From an optimization exercise on the open Yosys and OpenROAD flow, aimed at small area; shortcuts taken in it are not production practice. Only simulation tests tie the RTL to the original design; equivalence was not proved. Power and IR drop assume default switching activity.

===== flow/config.mk =====
export PLATFORM = sky130hd
export DESIGN_NAME = shunt_correlator
export DESIGN_NICKNAME = shunt_correlator
export VERILOG_FILES = /design/flow/design.v
export SDC_FILE = /design/flow/constraint.sdc
export NUM_CORES = 4
export LEC_CHECK = 0
export ABC_AREA = 1
export CAP_MARGIN = 20
export CORE_MARGIN = 2
export CORE_UTILIZATION = 65
export PLACE_DENSITY = 0.75
export SLEW_MARGIN = 20
export SYNTH_MEMORY_MAX_BITS = 32768

===== flow/constraint.sdc =====
create_clock -name core_clock -period 100.0 [get_ports {clk}]
set_input_delay 20.0000 -clock core_clock [delete_from_list [all_inputs] [get_ports {clk}]]
set_output_delay 20.0000 -clock core_clock [all_outputs]
set_load 0.01 [all_outputs]

===== flow/design.v =====
module shunt_correlator (
    input  wire               clk,
    input  wire               rst,          
    input  wire               start,        
    input  wire        [3:0]  bin,          
    input  wire        [23:0] lead,         
    input  wire        [23:0] half,         
    input  wire               s_valid,
    input  wire signed [31:0] s_data,       
    output reg                done,
    output wire signed [63:0] a_i,
    output wire signed [63:0] a_q,
    output wire signed [63:0] b_i,
    output wire signed [63:0] b_q
);
    localparam integer AW = 61;    
    reg [AW-1:0] ci, cq, ai, aq;   
    localparam [1:0] R_LEAD = 2'd0, R_A = 2'd1, R_B = 2'd2;
    reg        running;
    reg [1:0]  rg;          
    reg [23:0] cnt;         
    reg [3:0]  k;
    reg [3:0]  step;        
    reg        m_acc, m_first, m_bfirst, m_last;
    wire take = running && s_valid && !start;
    wire cnt_z   = (cnt == 24'd0);
    wire adv     = cnt_z && (rg != R_B);
    wire adv_t   = adv && take;
    wire [1:0]  rg_n  = adv ? rg + 2'd1 : rg;
    wire [23:0] cnt_n;
    decr #(24) dec_c (.a(adv_t ? ai[23:0] : cnt), .en(take), .s(cnt_n));
    wire        last  = (rg_n == R_B) && (cnt_n == 24'd0);
    always @(posedge clk) begin
        if (rst) begin
            running <= 1'b0;
            step    <= 4'd0;
        end else if (start) begin
            running <= 1'b1;
            step    <= 4'd0;
        end else begin
            if (take) begin
                step <= 4'd1;
                if (last) running <= 1'b0;
            end else if (step != 4'd0) begin
                step <= (step == 4'd8) ? 4'd0 : step + 4'd1;
            end
        end
    end
    always @(posedge clk) begin
        cnt <= start ? lead : cnt_n;
        if (start) begin
            k      <= bin;
            rg     <= R_LEAD;
        end else if (take) begin
            rg       <= rg_n;
            m_acc    <= (rg_n != R_LEAD);
            m_first  <= adv;
            m_bfirst <= adv && (rg == R_A);
            m_last   <= last;
        end
    end
    reg [11:0] j;           
    reg [16:0] w;           
    reg [2:0]  wcnt;        
    reg [2:0]  sj;
    reg [16:0] su;
    always @(*) begin
        case (k)
            4'd13: begin sj = 3'd1; su = 17'd52947; end
            4'd14: begin sj = 3'd3; su = 17'd27769; end
            4'd15: begin sj = 3'd6; su = 17'd55538; end
            default: begin sj = 3'd0; su = 17'd16 << k; end
        endcase
    end
    wire [16:0] w_s, w_n;
    wire        wrap;
    rca #(17) add_w (.a(w), .b(su & {17{take}}), .ci(1'b0), .s(w_s), .co(wrap));
    rca #(17) off_w (.a(w_s), .b(17'd52947 & {17{wrap}}), .ci(1'b0), .s(w_n), .co());
    wire [9:0]  r    = j[9:0];
    wire [1:0]  q    = j[11:10];
    wire [8:0]  dadr = r[9] ? ~r[8:0] : r[8:0];
    wire [11:0] dt;
    dtab u_dt (.a(dadr), .y(dt));
    wire        swp    = r[9] ^ q[0];
    wire [5:0]  ds_mag = swp ? dt[5:0] : dt[11:6];
    wire [5:0]  dc_mag = swp ? dt[11:6] : dt[5:0];
    wire        walk   = (wcnt != 3'd0) && !take;
    wire        ds_neg = q[1] ^ q[0];
    wire        dc_neg = !q[1];
    reg  signed [15:0] sw, cw;    
    wire [5:0]  ds_g = ds_mag & {6{walk}};
    wire [5:0]  dc_g = dc_mag & {6{walk}};
    wire [15:0] sw_n, cw_n;
    wire [11:0] j_n;
    incr #(12) inc_j (.a(j), .en(walk), .s(j_n));
    rca #(16) add_s (.a(sw), .b({{10{ds_neg}}, ds_g ^ {6{ds_neg}}}), .ci(ds_neg), .s(sw_n), .co());
    rca #(16) add_c (.a(cw), .b({{10{dc_neg}}, dc_g ^ {6{dc_neg}}}), .ci(dc_neg), .s(cw_n), .co());
    always @(posedge clk) begin
        j  <= start ? 12'd0 : j_n;
        w  <= start ? 17'd52947 : w_n;
        sw <= start ? 16'sd0 : sw_n;
        cw <= start ? 16'sd32767 : cw_n;
        if (start)
            wcnt <= 3'd0;
        else if (take)
            wcnt <= sj + {2'b00, wrap};
        else if (walk)
            wcnt <= wcnt - 3'd1;
    end
    reg  [35:0] xs;         
    reg  [16:0] cs, ss;     
    always @(posedge clk) begin
        if (take) begin
            xs <= {{4{s_data[31]}}, s_data};
            cs <= {cw, 1'b0};
            ss <= {sw, 1'b0};
        end else begin
            xs <= {xs[33:0], 2'b00};
            cs <= {2'b00, cs[16:2]};
            ss <= {2'b00, ss[16:2]};
        end
    end
    function automatic [AW:0] pp_of(input [2:0] d, input fneg, input act, input [35:0] x);
        reg one, two, neg;
        reg [36:0] mag;
        begin
            one = (d[0] ^ d[1]) && act;
            two = ((d == 3'b011) || (d == 3'b100)) && act;
            neg = (d[2] ^ fneg) && (one || two);
            mag = two ? {x, 1'b0} : (one ? {x[35], x} : 37'd0);
            pp_of = {{(AW-37){mag[36] ^ neg}}, mag ^ {37{neg}}, neg};
        end
    endfunction
    wire        act  = (step != 4'd0) && m_acc;
    wire [AW:0] pp_i = pp_of(cs[2:0], 1'b0, act, xs);
    wire [AW:0] pp_q = pp_of(ss[2:0], 1'b1, act, xs);     
    wire         gate = m_first && (step == 4'd1);
    wire [AW-1:0] sum_i, sum_q;
    rca #(AW) add_i (.a(gate ? {AW{1'b0}} : ci), .b(pp_i[AW:1]), .ci(pp_i[0]), .s(sum_i), .co());
    rca #(AW) add_q (.a(gate ? {AW{1'b0}} : cq), .b(pp_q[AW:1]), .ci(pp_q[0]), .s(sum_q), .co());
    always @(posedge clk) begin
        ci <= sum_i;
        cq <= sum_q;
        if (start) begin
            ai[23:0] <= half;
        end else if (m_bfirst && step == 4'd1) begin
            ai <= ci;
            aq <= cq;
        end
    end
    always @(posedge clk) begin
        if (rst) done <= 1'b0;
        else     done <= (step == 4'd8) && m_last && !start;
    end
    assign a_i = {{(64-AW){ai[AW-1]}}, ai};
    assign a_q = {{(64-AW){aq[AW-1]}}, aq};
    assign b_i = {{(64-AW){ci[AW-1]}}, ci};
    assign b_q = {{(64-AW){cq[AW-1]}}, cq};
endmodule
module rca #(parameter integer W = 8) (
    input  wire [W-1:0] a,
    input  wire [W-1:0] b,
    input  wire         ci,
    output wire [W-1:0] s,
    output wire         co
);
    wire [W:0] c;
    assign c[0] = ci;
    genvar i;
    generate
        for (i = 0; i < W; i = i + 1) begin : g
            assign s[i]   = a[i] ^ b[i] ^ c[i];
            assign c[i+1] = (a[i] & b[i]) | (c[i] & (a[i] ^ b[i]));
        end
    endgenerate
    assign co = c[W];
endmodule
module incr #(parameter integer W = 8) (
    input  wire [W-1:0] a,
    input  wire         en,
    output wire [W-1:0] s
);
    wire [W:0] c;
    assign c[0] = en;
    genvar i;
    generate
        for (i = 0; i < W; i = i + 1) begin : g
            assign s[i]   = a[i] ^ c[i];
            assign c[i+1] = a[i] & c[i];
        end
    endgenerate
endmodule
module decr #(parameter integer W = 8) (
    input  wire [W-1:0] a,
    input  wire         en,
    output wire [W-1:0] s
);
    wire [W:0] b;
    assign b[0] = en;
    genvar i;
    generate
        for (i = 0; i < W; i = i + 1) begin : g
            assign s[i]   = a[i] ^ b[i];
            assign b[i+1] = !a[i] & b[i];
        end
    endgenerate
endmodule
module dtab (
    input  wire [8:0]  a,
    output wire [11:0] y
);
  wire new_n23, new_n24, new_n25, new_n26, new_n27, new_n28, new_n29,
    new_n30, new_n31, new_n32, new_n33, new_n34, new_n35, new_n36, new_n37,
    new_n38, new_n39, new_n40, new_n41, new_n42, new_n43, new_n44, new_n45,
    new_n46, new_n47, new_n48, new_n49, new_n50, new_n51, new_n52, new_n53,
    new_n54, new_n55, new_n56, new_n57, new_n58, new_n59, new_n60, new_n61,
    new_n62, new_n63, new_n64, new_n65, new_n66, new_n67, new_n68, new_n69,
    new_n70, new_n71, new_n72, new_n73, new_n74, new_n75, new_n76, new_n77,
    new_n78, new_n79, new_n80, new_n81, new_n82, new_n83, new_n84, new_n85,
    new_n86, new_n87, new_n88, new_n89, new_n90, new_n91, new_n92, new_n93,
    new_n94, new_n95, new_n96, new_n97, new_n98, new_n99, new_n100,
    new_n101, new_n102, new_n103, new_n104, new_n105, new_n106, new_n107,
    new_n108, new_n109, new_n110, new_n111, new_n112, new_n113, new_n114,
    new_n115, new_n116, new_n117, new_n118, new_n119, new_n120, new_n121,
    new_n122, new_n123, new_n124, new_n125, new_n126, new_n127, new_n128,
    new_n129, new_n130, new_n131, new_n132, new_n133, new_n134, new_n135,
    new_n136, new_n137, new_n138, new_n139, new_n140, new_n141, new_n142,
    new_n143, new_n144, new_n145, new_n146, new_n147, new_n148, new_n149,
    new_n150, new_n151, new_n152, new_n153, new_n154, new_n155, new_n156,
    new_n157, new_n158, new_n159, new_n160, new_n161, new_n162, new_n163,
    new_n164, new_n165, new_n166, new_n167, new_n168, new_n169, new_n170,
    new_n171, new_n172, new_n173, new_n174, new_n175, new_n176, new_n177,
    new_n178, new_n179, new_n180, new_n181, new_n182, new_n183, new_n184,
    new_n185, new_n186, new_n187, new_n188, new_n189, new_n190, new_n191,
    new_n192, new_n193, new_n194, new_n195, new_n196, new_n197, new_n198,
    new_n199, new_n200, new_n201, new_n202, new_n203, new_n204, new_n205,
    new_n206, new_n207, new_n208, new_n209, new_n210, new_n211, new_n212,
    new_n213, new_n214, new_n215, new_n216, new_n217, new_n218, new_n220,
    new_n221, new_n222, new_n223, new_n224, new_n225, new_n226, new_n227,
    new_n228, new_n229, new_n230, new_n231, new_n232, new_n233, new_n234,
    new_n235, new_n236, new_n237, new_n238, new_n239, new_n240, new_n241,
    new_n242, new_n243, new_n244, new_n245, new_n246, new_n247, new_n248,
    new_n249, new_n250, new_n251, new_n252, new_n253, new_n254, new_n255,
    new_n256, new_n257, new_n258, new_n259, new_n260, new_n262, new_n263,
    new_n264, new_n265, new_n266, new_n267, new_n268, new_n269, new_n270,
    new_n271, new_n272, new_n274, new_n275, new_n276, new_n277, new_n278,
    new_n282, new_n283, new_n284, new_n285, new_n286, new_n287, new_n288,
    new_n289, new_n290, new_n291, new_n292, new_n293, new_n294, new_n295,
    new_n296, new_n297, new_n298, new_n299, new_n300, new_n301, new_n302,
    new_n303, new_n304, new_n305, new_n306, new_n307, new_n308, new_n309,
    new_n310, new_n311, new_n312, new_n313, new_n314, new_n315, new_n316,
    new_n317, new_n318, new_n319, new_n320, new_n321, new_n322, new_n323,
    new_n324, new_n325, new_n326, new_n327, new_n328, new_n329, new_n330,
    new_n331, new_n332, new_n333, new_n334, new_n335, new_n336, new_n337,
    new_n338, new_n339, new_n340, new_n341, new_n342, new_n343, new_n344,
    new_n345, new_n346, new_n347, new_n348, new_n349, new_n350, new_n351,
    new_n352, new_n353, new_n354, new_n355, new_n356, new_n357, new_n358,
    new_n359, new_n360, new_n361, new_n362, new_n363, new_n364, new_n365,
    new_n367, new_n368, new_n369, new_n370, new_n371, new_n372, new_n373,
    new_n374, new_n375, new_n376, new_n377, new_n378, new_n379, new_n380,
    new_n381, new_n382, new_n383, new_n384, new_n385, new_n386, new_n387,
    new_n388, new_n390, new_n391, new_n392, new_n393, new_n394, new_n395,
    new_n396, new_n397, new_n398, new_n399, new_n400, new_n401, new_n402,
    new_n403, new_n404, new_n405, new_n406, new_n407, new_n408, new_n409,
    new_n410, new_n411, new_n412, new_n413, new_n415, new_n416, new_n417,
    new_n419;
  assign new_n23 = ~a[3] & a[4];
  assign new_n24 = ~a[0] & a[2];
  assign new_n25 = a[0] & a[3];
  assign new_n26 = a[1] & a[2];
  assign new_n27 = a[0] & new_n26;
  assign new_n28 = ~new_n25 & ~new_n27;
  assign new_n29 = a[2] & a[3];
  assign new_n30 = ~new_n28 & ~new_n29;
  assign new_n31 = ~new_n24 & ~new_n30;
  assign new_n32 = new_n23 & ~new_n31;
  assign new_n33 = a[3] & ~a[5];
  assign new_n34 = ~a[0] & a[1];
  assign new_n35 = a[2] & new_n34;
  assign new_n36 = ~new_n33 & new_n35;
  assign new_n37 = a[0] & ~a[1];
  assign new_n38 = a[2] & new_n37;
  assign new_n39 = new_n33 & new_n38;
  assign new_n40 = ~new_n36 & ~new_n39;
  assign new_n41 = a[3] & a[4];
  assign new_n42 = ~a[1] & a[2];
  assign new_n43 = ~a[5] & new_n42;
  assign new_n44 = new_n41 & new_n43;
  assign new_n45 = a[0] & new_n41;
  assign new_n46 = ~new_n44 & ~new_n45;
  assign new_n47 = new_n40 & new_n46;
  assign new_n48 = ~new_n32 & new_n47;
  assign new_n49 = ~a[1] & ~a[3];
  assign new_n50 = ~a[4] & a[5];
  assign new_n51 = ~a[0] & new_n50;
  assign new_n52 = new_n49 & new_n51;
  assign new_n53 = ~a[6] & ~new_n52;
  assign new_n54 = ~new_n48 & new_n53;
  assign new_n55 = ~a[0] & ~a[3];
  assign new_n56 = ~new_n53 & new_n55;
  assign new_n57 = new_n48 & new_n56;
  assign new_n58 = ~new_n24 & ~new_n50;
  assign new_n59 = ~a[4] & ~a[5];
  assign new_n60 = ~new_n34 & ~new_n59;
  assign new_n61 = new_n24 & new_n60;
  assign new_n62 = ~new_n58 & ~new_n61;
  assign new_n63 = a[0] & ~a[2];
  assign new_n64 = a[0] & ~a[5];
  assign new_n65 = ~a[1] & new_n64;
  assign new_n66 = ~new_n63 & ~new_n65;
  assign new_n67 = a[4] & ~new_n66;
  assign new_n68 = ~new_n62 & ~new_n67;
  assign new_n69 = ~a[2] & ~a[3];
  assign new_n70 = a[4] & new_n69;
  assign new_n71 = a[6] & ~new_n70;
  assign new_n72 = ~a[1] & ~a[2];
  assign new_n73 = a[5] & new_n72;
  assign new_n74 = a[3] & ~a[4];
  assign new_n75 = new_n26 & new_n74;
  assign new_n76 = ~new_n73 & ~new_n75;
  assign new_n77 = new_n71 & new_n76;
  assign new_n78 = ~new_n68 & new_n77;
  assign new_n79 = ~a[0] & ~a[2];
  assign new_n80 = ~new_n49 & ~new_n79;
  assign new_n81 = ~a[4] & ~new_n24;
  assign new_n82 = ~new_n80 & new_n81;
  assign new_n83 = ~a[4] & new_n69;
  assign new_n84 = ~a[5] & new_n83;
  assign new_n85 = ~new_n82 & ~new_n84;
  assign new_n86 = ~new_n78 & new_n85;
  assign new_n87 = ~new_n57 & new_n86;
  assign new_n88 = ~new_n54 & new_n87;
  assign new_n89 = a[7] & a[8];
  assign new_n90 = new_n23 & new_n34;
  assign new_n91 = new_n89 & ~new_n90;
  assign new_n92 = ~new_n88 & new_n91;
  assign new_n93 = new_n23 & ~new_n34;
  assign new_n94 = ~new_n24 & new_n93;
  assign new_n95 = new_n33 & new_n34;
  assign new_n96 = ~a[2] & new_n95;
  assign new_n97 = a[4] & a[5];
  assign new_n98 = ~new_n80 & new_n97;
  assign new_n99 = ~new_n96 & ~new_n98;
  assign new_n100 = ~new_n94 & new_n99;
  assign new_n101 = ~new_n28 & new_n50;
  assign new_n102 = a[4] & ~a[5];
  assign new_n103 = ~a[3] & new_n26;
  assign new_n104 = ~new_n37 & ~new_n103;
  assign new_n105 = new_n102 & ~new_n104;
  assign new_n106 = new_n24 & ~new_n49;
  assign new_n107 = new_n59 & new_n106;
  assign new_n108 = ~a[7] & a[8];
  assign new_n109 = ~new_n75 & new_n108;
  assign new_n110 = ~new_n107 & new_n109;
  assign new_n111 = ~new_n105 & new_n110;
  assign new_n112 = ~new_n101 & new_n111;
  assign new_n113 = new_n100 & new_n112;
  assign new_n114 = ~new_n92 & ~new_n113;
  assign new_n115 = ~a[6] & ~new_n38;
  assign new_n116 = new_n108 & new_n115;
  assign new_n117 = new_n114 & ~new_n116;
  assign new_n118 = ~a[4] & ~new_n29;
  assign new_n119 = new_n114 & new_n118;
  assign new_n120 = a[3] & ~new_n63;
  assign new_n121 = new_n102 & ~new_n120;
  assign new_n122 = a[6] & ~new_n121;
  assign new_n123 = ~new_n24 & ~new_n63;
  assign new_n124 = new_n49 & ~new_n123;
  assign new_n125 = ~new_n122 & ~new_n124;
  assign new_n126 = ~a[1] & ~new_n41;
  assign new_n127 = new_n125 & new_n126;
  assign new_n128 = ~new_n35 & ~new_n55;
  assign new_n129 = new_n50 & ~new_n69;
  assign new_n130 = new_n128 & new_n129;
  assign new_n131 = ~new_n34 & ~new_n37;
  assign new_n132 = new_n70 & new_n131;
  assign new_n133 = ~new_n130 & ~new_n132;
  assign new_n134 = ~a[1] & ~new_n24;
  assign new_n135 = ~new_n64 & new_n134;
  assign new_n136 = ~a[5] & new_n135;
  assign new_n137 = ~a[0] & new_n102;
  assign new_n138 = ~new_n25 & ~new_n137;
  assign new_n139 = a[3] & new_n102;
  assign new_n140 = a[2] & ~new_n139;
  assign new_n141 = ~new_n138 & new_n140;
  assign new_n142 = ~new_n136 & ~new_n141;
  assign new_n143 = new_n133 & new_n142;
  assign new_n144 = a[1] & ~a[5];
  assign new_n145 = new_n74 & new_n144;
  assign new_n146 = new_n143 & ~new_n145;
  assign new_n147 = a[0] & a[1];
  assign new_n148 = new_n84 & new_n147;
  assign new_n149 = new_n53 & ~new_n148;
  assign new_n150 = ~new_n146 & new_n149;
  assign new_n151 = new_n27 & new_n33;
  assign new_n152 = ~new_n50 & ~new_n102;
  assign new_n153 = ~new_n43 & new_n152;
  assign new_n154 = new_n65 & new_n153;
  assign new_n155 = ~new_n151 & ~new_n154;
  assign new_n156 = a[1] & a[3];
  assign new_n157 = new_n98 & ~new_n156;
  assign new_n158 = ~new_n49 & new_n51;
  assign new_n159 = ~new_n72 & new_n74;
  assign new_n160 = ~new_n58 & new_n159;
  assign new_n161 = ~new_n158 & ~new_n160;
  assign new_n162 = ~new_n157 & new_n161;
  assign new_n163 = ~new_n125 & new_n162;
  assign new_n164 = new_n155 & new_n163;
  assign new_n165 = ~new_n150 & ~new_n164;
  assign new_n166 = new_n50 & new_n165;
  assign new_n167 = ~new_n34 & ~new_n97;
  assign new_n168 = a[4] & new_n34;
  assign new_n169 = ~new_n167 & ~new_n168;
  assign new_n170 = ~new_n123 & new_n144;
  assign new_n171 = ~new_n169 & new_n170;
  assign new_n172 = ~a[0] & a[5];
  assign new_n173 = a[3] & ~new_n172;
  assign new_n174 = new_n152 & new_n173;
  assign new_n175 = new_n69 & new_n102;
  assign new_n176 = ~new_n34 & new_n175;
  assign new_n177 = ~new_n174 & ~new_n176;
  assign new_n178 = new_n40 & new_n177;
  assign new_n179 = new_n147 & ~new_n178;
  assign new_n180 = new_n115 & ~new_n179;
  assign new_n181 = ~new_n23 & new_n34;
  assign new_n182 = ~new_n180 & ~new_n181;
  assign new_n183 = ~a[7] & ~new_n182;
  assign new_n184 = ~new_n171 & new_n183;
  assign new_n185 = ~new_n166 & new_n184;
  assign new_n186 = ~new_n127 & new_n185;
  assign new_n187 = ~new_n119 & new_n186;
  assign new_n188 = ~new_n117 & ~new_n187;
  assign new_n189 = ~a[7] & ~a[8];
  assign new_n190 = new_n139 & ~new_n147;
  assign new_n191 = ~a[3] & ~new_n102;
  assign new_n192 = ~new_n29 & new_n147;
  assign new_n193 = ~new_n191 & new_n192;
  assign new_n194 = a[6] & ~new_n193;
  assign new_n195 = ~new_n136 & new_n194;
  assign new_n196 = new_n26 & new_n50;
  assign new_n197 = ~a[0] & new_n191;
  assign new_n198 = ~new_n196 & new_n197;
  assign new_n199 = ~new_n38 & ~new_n73;
  assign new_n200 = a[4] & ~new_n199;
  assign new_n201 = new_n29 & new_n51;
  assign new_n202 = a[1] & new_n201;
  assign new_n203 = ~new_n200 & ~new_n202;
  assign new_n204 = ~new_n198 & new_n203;
  assign new_n205 = new_n195 & new_n204;
  assign new_n206 = ~new_n190 & new_n205;
  assign new_n207 = ~new_n84 & new_n206;
  assign new_n208 = a[0] & new_n73;
  assign new_n209 = new_n178 & ~new_n208;
  assign new_n210 = ~new_n25 & new_n50;
  assign new_n211 = ~new_n55 & new_n210;
  assign new_n212 = new_n149 & ~new_n211;
  assign new_n213 = new_n209 & new_n212;
  assign new_n214 = ~new_n207 & ~new_n213;
  assign new_n215 = new_n189 & ~new_n214;
  assign new_n216 = a[7] & ~a[8];
  assign new_n217 = new_n165 & new_n216;
  assign new_n218 = ~new_n215 & ~new_n217;
  assign y[0] = ~new_n188 & new_n218;
  assign new_n220 = ~new_n50 & ~new_n69;
  assign new_n221 = ~new_n102 & ~new_n220;
  assign new_n222 = ~new_n139 & ~new_n221;
  assign new_n223 = new_n205 & new_n222;
  assign new_n224 = ~a[3] & ~a[4];
  assign new_n225 = new_n165 & ~new_n224;
  assign new_n226 = a[4] & ~new_n69;
  assign new_n227 = ~a[5] & ~new_n226;
  assign new_n228 = ~new_n225 & new_n227;
  assign new_n229 = a[5] & ~new_n224;
  assign new_n230 = ~new_n206 & ~new_n229;
  assign new_n231 = ~a[6] & ~new_n213;
  assign new_n232 = ~new_n230 & ~new_n231;
  assign new_n233 = new_n222 & new_n231;
  assign new_n234 = ~new_n232 & ~new_n233;
  assign new_n235 = ~new_n228 & new_n234;
  assign new_n236 = ~new_n223 & ~new_n235;
  assign new_n237 = ~a[7] & new_n236;
  assign new_n238 = ~a[6] & a[7];
  assign new_n239 = ~new_n165 & new_n221;
  assign new_n240 = ~a[5] & ~new_n165;
  assign new_n241 = ~new_n59 & ~new_n229;
  assign new_n242 = ~new_n240 & new_n241;
  assign new_n243 = ~new_n239 & ~new_n242;
  assign new_n244 = new_n238 & ~new_n243;
  assign new_n245 = a[6] & a[7];
  assign new_n246 = ~new_n228 & new_n245;
  assign new_n247 = ~a[8] & ~new_n246;
  assign new_n248 = ~new_n97 & ~new_n166;
  assign new_n249 = ~new_n247 & new_n248;
  assign new_n250 = ~new_n244 & ~new_n249;
  assign new_n251 = ~new_n237 & new_n250;
  assign new_n252 = a[5] & a[8];
  assign new_n253 = ~new_n251 & ~new_n252;
  assign new_n254 = new_n143 & new_n224;
  assign new_n255 = new_n185 & ~new_n254;
  assign new_n256 = ~new_n185 & ~new_n226;
  assign new_n257 = ~new_n114 & ~new_n256;
  assign new_n258 = ~new_n255 & new_n257;
  assign new_n259 = ~new_n253 & new_n258;
  assign new_n260 = new_n253 & ~new_n258;
  assign y[1] = ~new_n259 & ~new_n260;
  assign new_n262 = ~a[5] & new_n247;
  assign new_n263 = ~new_n258 & ~new_n262;
  assign new_n264 = new_n251 & ~new_n263;
  assign new_n265 = new_n207 & ~new_n264;
  assign new_n266 = ~new_n236 & ~new_n250;
  assign new_n267 = ~new_n263 & ~new_n266;
  assign new_n268 = new_n189 & ~new_n236;
  assign new_n269 = ~new_n267 & ~new_n268;
  assign new_n270 = a[6] & new_n269;
  assign new_n271 = ~new_n265 & ~new_n270;
  assign new_n272 = ~a[6] & ~new_n269;
  assign y[2] = new_n271 & ~new_n272;
  assign new_n274 = new_n97 & ~new_n183;
  assign new_n275 = ~new_n114 & new_n274;
  assign new_n276 = new_n271 & ~new_n275;
  assign new_n277 = a[7] & ~new_n276;
  assign new_n278 = ~a[7] & new_n276;
  assign y[3] = ~new_n277 & ~new_n278;
  assign y[5] = new_n89 & ~new_n276;
  assign y[4] = ~new_n247 & ~y[5];
  assign new_n282 = ~new_n141 & ~new_n144;
  assign new_n283 = ~a[4] & ~new_n282;
  assign new_n284 = ~new_n104 & new_n169;
  assign new_n285 = ~a[2] & ~new_n224;
  assign new_n286 = ~new_n60 & new_n285;
  assign new_n287 = new_n23 & new_n38;
  assign new_n288 = ~a[2] & a[3];
  assign new_n289 = new_n97 & new_n288;
  assign new_n290 = ~new_n287 & ~new_n289;
  assign new_n291 = ~new_n286 & new_n290;
  assign new_n292 = ~new_n284 & new_n291;
  assign new_n293 = new_n155 & new_n292;
  assign new_n294 = ~new_n283 & new_n293;
  assign new_n295 = a[6] & ~new_n294;
  assign new_n296 = a[0] & a[6];
  assign new_n297 = new_n135 & new_n236;
  assign new_n298 = ~new_n51 & ~new_n106;
  assign new_n299 = ~a[2] & new_n97;
  assign new_n300 = a[1] & new_n224;
  assign new_n301 = new_n25 & new_n72;
  assign new_n302 = ~new_n300 & ~new_n301;
  assign new_n303 = ~new_n299 & new_n302;
  assign new_n304 = new_n298 & new_n303;
  assign new_n305 = ~new_n297 & new_n304;
  assign new_n306 = ~new_n296 & new_n305;
  assign new_n307 = ~new_n295 & ~new_n306;
  assign new_n308 = a[0] & a[5];
  assign new_n309 = ~new_n55 & ~new_n308;
  assign new_n310 = ~new_n73 & new_n309;
  assign new_n311 = new_n153 & new_n310;
  assign new_n312 = new_n307 & ~new_n311;
  assign new_n313 = new_n108 & ~new_n312;
  assign new_n314 = a[4] & new_n156;
  assign new_n315 = ~new_n49 & ~new_n314;
  assign new_n316 = new_n172 & ~new_n315;
  assign new_n317 = a[5] & new_n83;
  assign new_n318 = ~new_n41 & ~new_n317;
  assign new_n319 = new_n37 & ~new_n318;
  assign new_n320 = new_n97 & ~new_n128;
  assign new_n321 = new_n147 & new_n175;
  assign new_n322 = ~new_n201 & ~new_n321;
  assign new_n323 = ~new_n320 & new_n322;
  assign new_n324 = a[2] & new_n131;
  assign new_n325 = new_n210 & new_n324;
  assign new_n326 = new_n169 & new_n288;
  assign new_n327 = ~new_n325 & ~new_n326;
  assign new_n328 = new_n323 & new_n327;
  assign new_n329 = ~new_n319 & new_n328;
  assign new_n330 = a[6] & ~new_n329;
  assign new_n331 = new_n189 & ~new_n330;
  assign new_n332 = ~new_n41 & new_n65;
  assign new_n333 = new_n83 & new_n147;
  assign new_n334 = new_n24 & new_n41;
  assign new_n335 = ~new_n301 & ~new_n334;
  assign new_n336 = ~new_n333 & new_n335;
  assign new_n337 = ~new_n332 & new_n336;
  assign new_n338 = new_n331 & new_n337;
  assign new_n339 = ~a[8] & new_n209;
  assign new_n340 = ~new_n31 & new_n50;
  assign new_n341 = new_n144 & ~new_n224;
  assign new_n342 = new_n123 & new_n341;
  assign new_n343 = ~new_n44 & new_n245;
  assign new_n344 = ~new_n342 & new_n343;
  assign new_n345 = ~new_n55 & ~new_n72;
  assign new_n346 = ~new_n25 & ~new_n345;
  assign new_n347 = ~a[4] & new_n346;
  assign new_n348 = new_n344 & ~new_n347;
  assign new_n349 = ~new_n340 & new_n348;
  assign new_n350 = ~new_n339 & new_n349;
  assign new_n351 = ~new_n338 & ~new_n350;
  assign new_n352 = ~new_n316 & ~new_n351;
  assign new_n353 = new_n74 & new_n136;
  assign new_n354 = new_n26 & new_n308;
  assign new_n355 = ~new_n44 & ~new_n97;
  assign new_n356 = ~new_n123 & ~new_n355;
  assign new_n357 = ~new_n354 & ~new_n356;
  assign new_n358 = ~new_n353 & new_n357;
  assign new_n359 = new_n149 & new_n358;
  assign new_n360 = new_n227 & new_n344;
  assign new_n361 = ~new_n69 & new_n102;
  assign new_n362 = ~new_n300 & ~new_n361;
  assign new_n363 = ~a[0] & ~new_n362;
  assign new_n364 = new_n245 & ~new_n363;
  assign new_n365 = ~new_n360 & new_n364;
  assign y[10] = ~a[8] & ~new_n365;
  assign new_n367 = ~new_n359 & y[10];
  assign new_n368 = ~new_n330 & new_n367;
  assign new_n369 = ~a[5] & ~new_n45;
  assign new_n370 = a[1] & new_n25;
  assign new_n371 = new_n24 & new_n49;
  assign new_n372 = ~new_n370 & ~new_n371;
  assign new_n373 = new_n369 & new_n372;
  assign new_n374 = ~new_n347 & new_n373;
  assign new_n375 = a[8] & ~new_n374;
  assign new_n376 = a[3] & new_n168;
  assign new_n377 = new_n74 & new_n308;
  assign new_n378 = ~new_n376 & ~new_n377;
  assign new_n379 = ~new_n375 & new_n378;
  assign new_n380 = ~a[4] & ~new_n370;
  assign new_n381 = ~new_n55 & new_n252;
  assign new_n382 = ~new_n380 & new_n381;
  assign new_n383 = new_n238 & ~new_n382;
  assign new_n384 = ~new_n52 & ~new_n95;
  assign new_n385 = new_n383 & new_n384;
  assign new_n386 = ~new_n379 & new_n385;
  assign new_n387 = ~new_n368 & ~new_n386;
  assign new_n388 = ~new_n352 & new_n387;
  assign y[6] = ~new_n313 & new_n388;
  assign new_n390 = ~new_n224 & new_n307;
  assign new_n391 = ~a[5] & ~new_n390;
  assign new_n392 = a[6] & ~new_n391;
  assign new_n393 = new_n26 & new_n45;
  assign new_n394 = new_n392 & ~new_n393;
  assign new_n395 = ~a[7] & ~new_n394;
  assign new_n396 = new_n102 & ~new_n344;
  assign new_n397 = a[6] & ~new_n34;
  assign new_n398 = new_n382 & ~new_n397;
  assign new_n399 = a[5] & ~new_n333;
  assign new_n400 = ~new_n398 & new_n399;
  assign new_n401 = ~new_n396 & ~new_n400;
  assign new_n402 = new_n89 & ~new_n401;
  assign new_n403 = ~a[6] & ~new_n346;
  assign new_n404 = new_n380 & new_n403;
  assign new_n405 = ~y[10] & ~new_n404;
  assign new_n406 = ~new_n402 & new_n405;
  assign new_n407 = ~new_n395 & new_n406;
  assign new_n408 = new_n305 & new_n358;
  assign new_n409 = ~new_n59 & ~new_n408;
  assign new_n410 = a[7] & ~new_n367;
  assign new_n411 = ~a[6] & ~new_n410;
  assign new_n412 = ~new_n409 & new_n411;
  assign new_n413 = ~new_n331 & ~new_n412;
  assign y[7] = new_n407 | ~new_n413;
  assign new_n415 = a[7] & ~new_n398;
  assign new_n416 = new_n392 & ~new_n415;
  assign new_n417 = ~y[10] & ~new_n383;
  assign y[8] = ~new_n416 & new_n417;
  assign new_n419 = new_n89 & ~new_n383;
  assign y[9] = ~y[10] & ~new_n419;
  assign y[11] = 1'b1;
endmodule

===== flow/flow/run.sh =====
#!/bin/bash
# Standard ORFS layout (the standard.sh, standard synthesis unchanged), with
# floorplan, placement and CTS choices changed:
#  - after floorplan, buffers that ABC added are removed and every logic cell
#    is swapped for the smallest cell of its family (flow/downsize.tcl); the
#    standard repair steps afterwards fix any slew, capacitance or timing need;
#  - every input and output port still gets its own buffer, but a small
#    sky130_fd_sc_hd__buf_1 instead of the default delay-buffer cell;
#  - CTS uses clkbuf_8 in sink clusters of up to 20, without dummy loads.
# Each tool's full output goes to a log file in this folder.
set -euo pipefail
here=$(pwd)
export REMOVE_ABC_BUFFERS=1
export POST_FLOORPLAN_TCL="$here/flow/downsize.tcl"
export BUFFER_PORTS_ARGS="-buffer_cell sky130_fd_sc_hd__buf_1"
export CTS_ARGS="-sink_clustering_enable -repair_clock_nets -dont_use_dummy_load -buf_list sky130_fd_sc_hd__clkbuf_4 -sink_clustering_buffer sky130_fd_sc_hd__clkbuf_8 -sink_clustering_size 20 -sink_clustering_max_diameter 45"
bash standard.sh synth > synth.log 2>&1
bash standard.sh floorplan > floorplan.log 2>&1
bash standard.sh place > place.log 2>&1
bash standard.sh cts > cts.log 2>&1
bash standard.sh finish > finish.log 2>&1

===== flow/flow/downsize.tcl =====
# Swap every logic cell for the smallest-area cell of the same family
# (same function, e.g. nand2_2 -> nand2_1); later repair steps resize
# anything that then misses a slew, capacitance or timing limit.
set dont_use [split $::env(DONT_USE_CELLS)]
set n_swapped 0
set saved 0.0
foreach inst [get_cells *] {
  set cell [get_property $inst ref_name]
  if {![regexp {^(sky130_fd_sc_hd__[a-z0-9]+)_([0-9]+)$} $cell -> base n]} { continue }
  set lc [get_lib_cells -quiet */$cell]
  if {$lc eq ""} { continue }
  set best $cell
  set best_area [get_property $lc area]
  foreach cand [get_lib_cells */${base}_*] {
    set cname [get_name $cand]
    if {![regexp "^${base}_\[0-9\]+\$" $cname]} { continue }
    if {[lsearch -exact $dont_use $cname] >= 0} { continue }
    set a [get_property $cand area]
    if {$a < $best_area} { set best $cname; set best_area $a }
  }
  if {$best ne $cell} {
    set saved [expr {$saved + [get_property $lc area] - $best_area}]
    replace_cell $inst $best
    incr n_swapped
  }
}
puts "downsize: swapped $n_swapped cells, [format %.1f $saved] um2 less"

===== flow/standard.sh =====
#!/bin/bash
# synth_recipe.tcl (not shown) runs the flow's synth.tcl, then flattens the netlist and writes it again
# the make line also repeats each setting of config.mk as NAME=value (left out here)
make -C /OpenROAD-flow-scripts/flow DESIGN_CONFIG=/design/flow/config.mk WORK_HOME=/design/flow/orfs CLKGATE_MAP_FILE= SYNTH_SCRIPT=/design/flow/synth_recipe.tcl "${@:-finish}"

==> notes.md <==
## through the flow
stage	hold slack (ns)	setup slack [ns]
after floorplan	0.406	64.94
after global placement	0.414	67.85
after detailed placement	0.420	67.41
after CTS	0.400	68.19
after global routing	0.444	66.88
final	0.396	67.87
## where the power goes
part | switching (mW) | leakage [nW] | total, mW | internal (mW)
clock network | 0.0528 | 0.289 | 0.0875 | 0.0347
registers | 0.0292 | 3.59 | 0.245 | 0.216
logic | 0.0979 | 6.18 | 0.153 | 0.0554
## worst max-delay path by stage
stage             from               end  slack (ns)  depth (start not counted)
3_5_place_dp     start  w[15]$_SDFF_PP1_       67.41                         56
5_1_grt          start  w[15]$_SDFF_PP1_       66.88                         56
4_1_cts          start  w[15]$_SDFF_PP1_       68.19                         56
3_3_place_gp     start  w[15]$_SDFF_PP1_       67.85                         56
2_1_floorplan  s_valid  w[15]$_SDFF_PP1_       64.94                         56
6_report         start  w[15]$_SDFF_PP1_       67.87                         56
## flip-flops by register name, indices dropped and copies added (netlist names), 12 cells and up
register / flops
ai: 61
aq: 61
ci: 61
cq: 61
xs: 36
cnt: 24
cs: 17
ss: 17
w: 17
cw: 16
sw: 16
j: 12
## worst max-delay path: cells and delay by family
family	cells	cell delay [ns]
and+or+nand+nor	3	0.90
buffers and inverters	20	2.45
adders and majority gates	33	9.34
## metal layers
layer  vias up  wire [um]  GRT usage
met2       592      25200      0.512
met5         -         44          0
met1      7876      20700      0.385
li1       7955          -          -
met4         6       1680      0.106
met3       104       3430     0.0442
## layout make-up
type,instances,area (sq um),share of cell area
Timing Repair Buffer,360,1420,0.0605
Clock buffer,42,547,0.0234
Tap cell,442,553,0.0236
Sequential cell,418,9670,0.413
Multi-Input combinational cell,1488,9910,0.424
Inverter,345,1300,0.0554
Antenna cell,3,7.51,0.000321
## cell families (layout without fill, tap and decap cells)
logic type,Yosys count,count (layout)
AND/OR/NAND/NOR,866,866
flip-flops,418,418
other,0,3
adder cells (fa/ha/maj),236,236
buffers and inverters,444,747
XOR/XNOR,48,48
AO/OA/AOI/OAI,338,338
## cell usage in the layout, fill, tap and decap left out, drive strengths merged, types with 3 or more instances in the layout
cell type	n
nand2	622
buf	359
inv	343
dfxtp	288
o21ai	256
fa	170
nor2	134
edfxtp	130
nand3	67
ha	66
a21oi	51
clkbuf	43
xor2	36
nand4	15
nor3	14
xnor2	12
nor4	6
or2	6
o2111ai	5
a31oi	4
o22ai	4
o211ai	4
diode	3
o221ai	3
==> impl_metrics.ini <==
[synthesis]
synthSimpleGateAreaFrac = 0.165
synth_compound_area_frac = 0.0834
synth_fa_ha_area_frac = 0.197
syn_inst = 2350
ys_types = 50
synth_top_area_cell = dfxtp_1
syn_area_per_cell_sq_um = 9.12
synth_area_leaders = dfxtp_1 27%, edfxtp_1 18%, fa_1 16%
synth-seq-cells = 418
synth_top_family_by_area = adder cells
synth_edf_count = 130
synth_most_common_cell = nand2_1
netlist_top_cells_count = 599 x nand2_1, 335 x inv_1, 288 x dfxtp_1
synth-xor-area-share = 0.0203
synth_seq_area_share = 0.451
synth_warnings = 1
ys.flop_type = dfxtp_1
muxShareOfSynthArea = 0
async_reset_ff_frac = 0
syn_area_sq_mm = 0.0214
synth_top_area_frac = 0.269

[clock_network]
cts_resized = 0
cts_hold_buf = 0
clock-root-buffer = clkbuf_4
cts_htree_levels = 2
insertion_delay_ns = 0.77
cts_made_buffers = 42
clk_pin_slew_ns = 0.11
cts_tree = yes
cts_buffer_depth = 3
cts_setup_buffers = 0
clock_sinks = 418

[worst_setup_path]
r2r_start = step[0]$_SDFFE_PP0P_
path_class = input pin to flip-flop
r2r-end = ci[60]$_DFF_P_
end_kind = flip-flop
cp_max_fo = 75
r2r_setup_slack_ns = 72.21
crit_slowest_cell = clkinv_2
slowest_delay_ns = 0.68
arrival_ns = 32.73
required_ns = 100.60
reg2regPathDepth = 78
cp-start-kind = input pin
crit_top_cell = fa_1

[global_routing]
grt_max_degree = 85
grt_remaining_overflow = 0
track_usage = 0.298
antenna_found_initial = 6
grt_pass1_wl_mm = 80.5
grt_pass1_vias = 15912

[floorplanning]
die_area_sq_mm = 0.0344
pin_count = 345
initial_core_util = 0.659
rows = 66
die_w_um = 186
die_y_um = 186
core_area_sq_mm = 0.0325

[timing]
hold_viol = 0
worst_pin_slew_ns = 0.975
final-max-slew-violation-count = 0
min_period_ns = 32.13
rsz0062_at_grt = no
fin_setup_tns_ns = 0
fmax_ghz = 0.0311
min_period_over_period = 0.321
setup_viol = 0
final.setup_skew_ns = 0.107
slew_headroom = 0.348

[min_path]
holdPathStages = 2
holdCritPathClass = flip-flop to flip-flop
hold_path_end = cs[10]$_DFF_P_
min-delay-start = cs[12]$_DFF_P_

[pwr]
powerDensity_mw_per_mm2 = 20.8
peakVddDrop_v = 0.0000183
finalPower_mw = 0.486
p_leak_nw = 10.1

[placement]
dpl.cell_count = 3053
placed_area_sq_mm = 0.0228
hpwlAfterDp_mm = 38.5
gp_congestion = 1.00
io_buffer_count = 344

[routing]
vias = 16533
routed_wl_mm = 51.1
dr.pass1.iters = 5
wl_per_cell_um = 16.5
ant_nets = 0
vias_per_cell = 5.34
drc = 0
drt_iter0_drc = 1257

[run_status]
outcome = no timing/DRC/antenna violations

[finish]
drive_gt1_frac = 0.0305
finalNonFillerCells = 3098
final_nets = 2979
final_core_util = 0.719
final.fill_count = 2583
area_growth_pct = 9.17
final_area_sq_mm = 0.0234

[flow_run]
maxCapViolCount = 0

re-timing with driven ports:
How much do the figures lean on ideal ports? The routed layout below was timed once more, with nothing changed but the port constraints.
Step 1 sets driving cells, clkbuf_16 on the clock port and buf_2 on the other inputs (assumed; they add their load-dependent delay and slew).
Step 2, shift: input delay + t, output delay - t, t = (earliest + latest rising clock arrival at the registers) / 2. This alone moves slack from input paths to output paths.
a / b / c = ideal ports / drivers / drivers and shift; a / b = the first two.
t (ns): 0.765
setup WS [ns]: 67.868 / 67.894 / 67.129
slew at the worst register clock pin (ns): 0.11 / 0.11
cell pins on the clock port's net: 1
After both steps setup and hold are still met in this run. For this run, drivers alone change the setup slack by +0.026 ns; drivers and shift together by -0.739 ns.
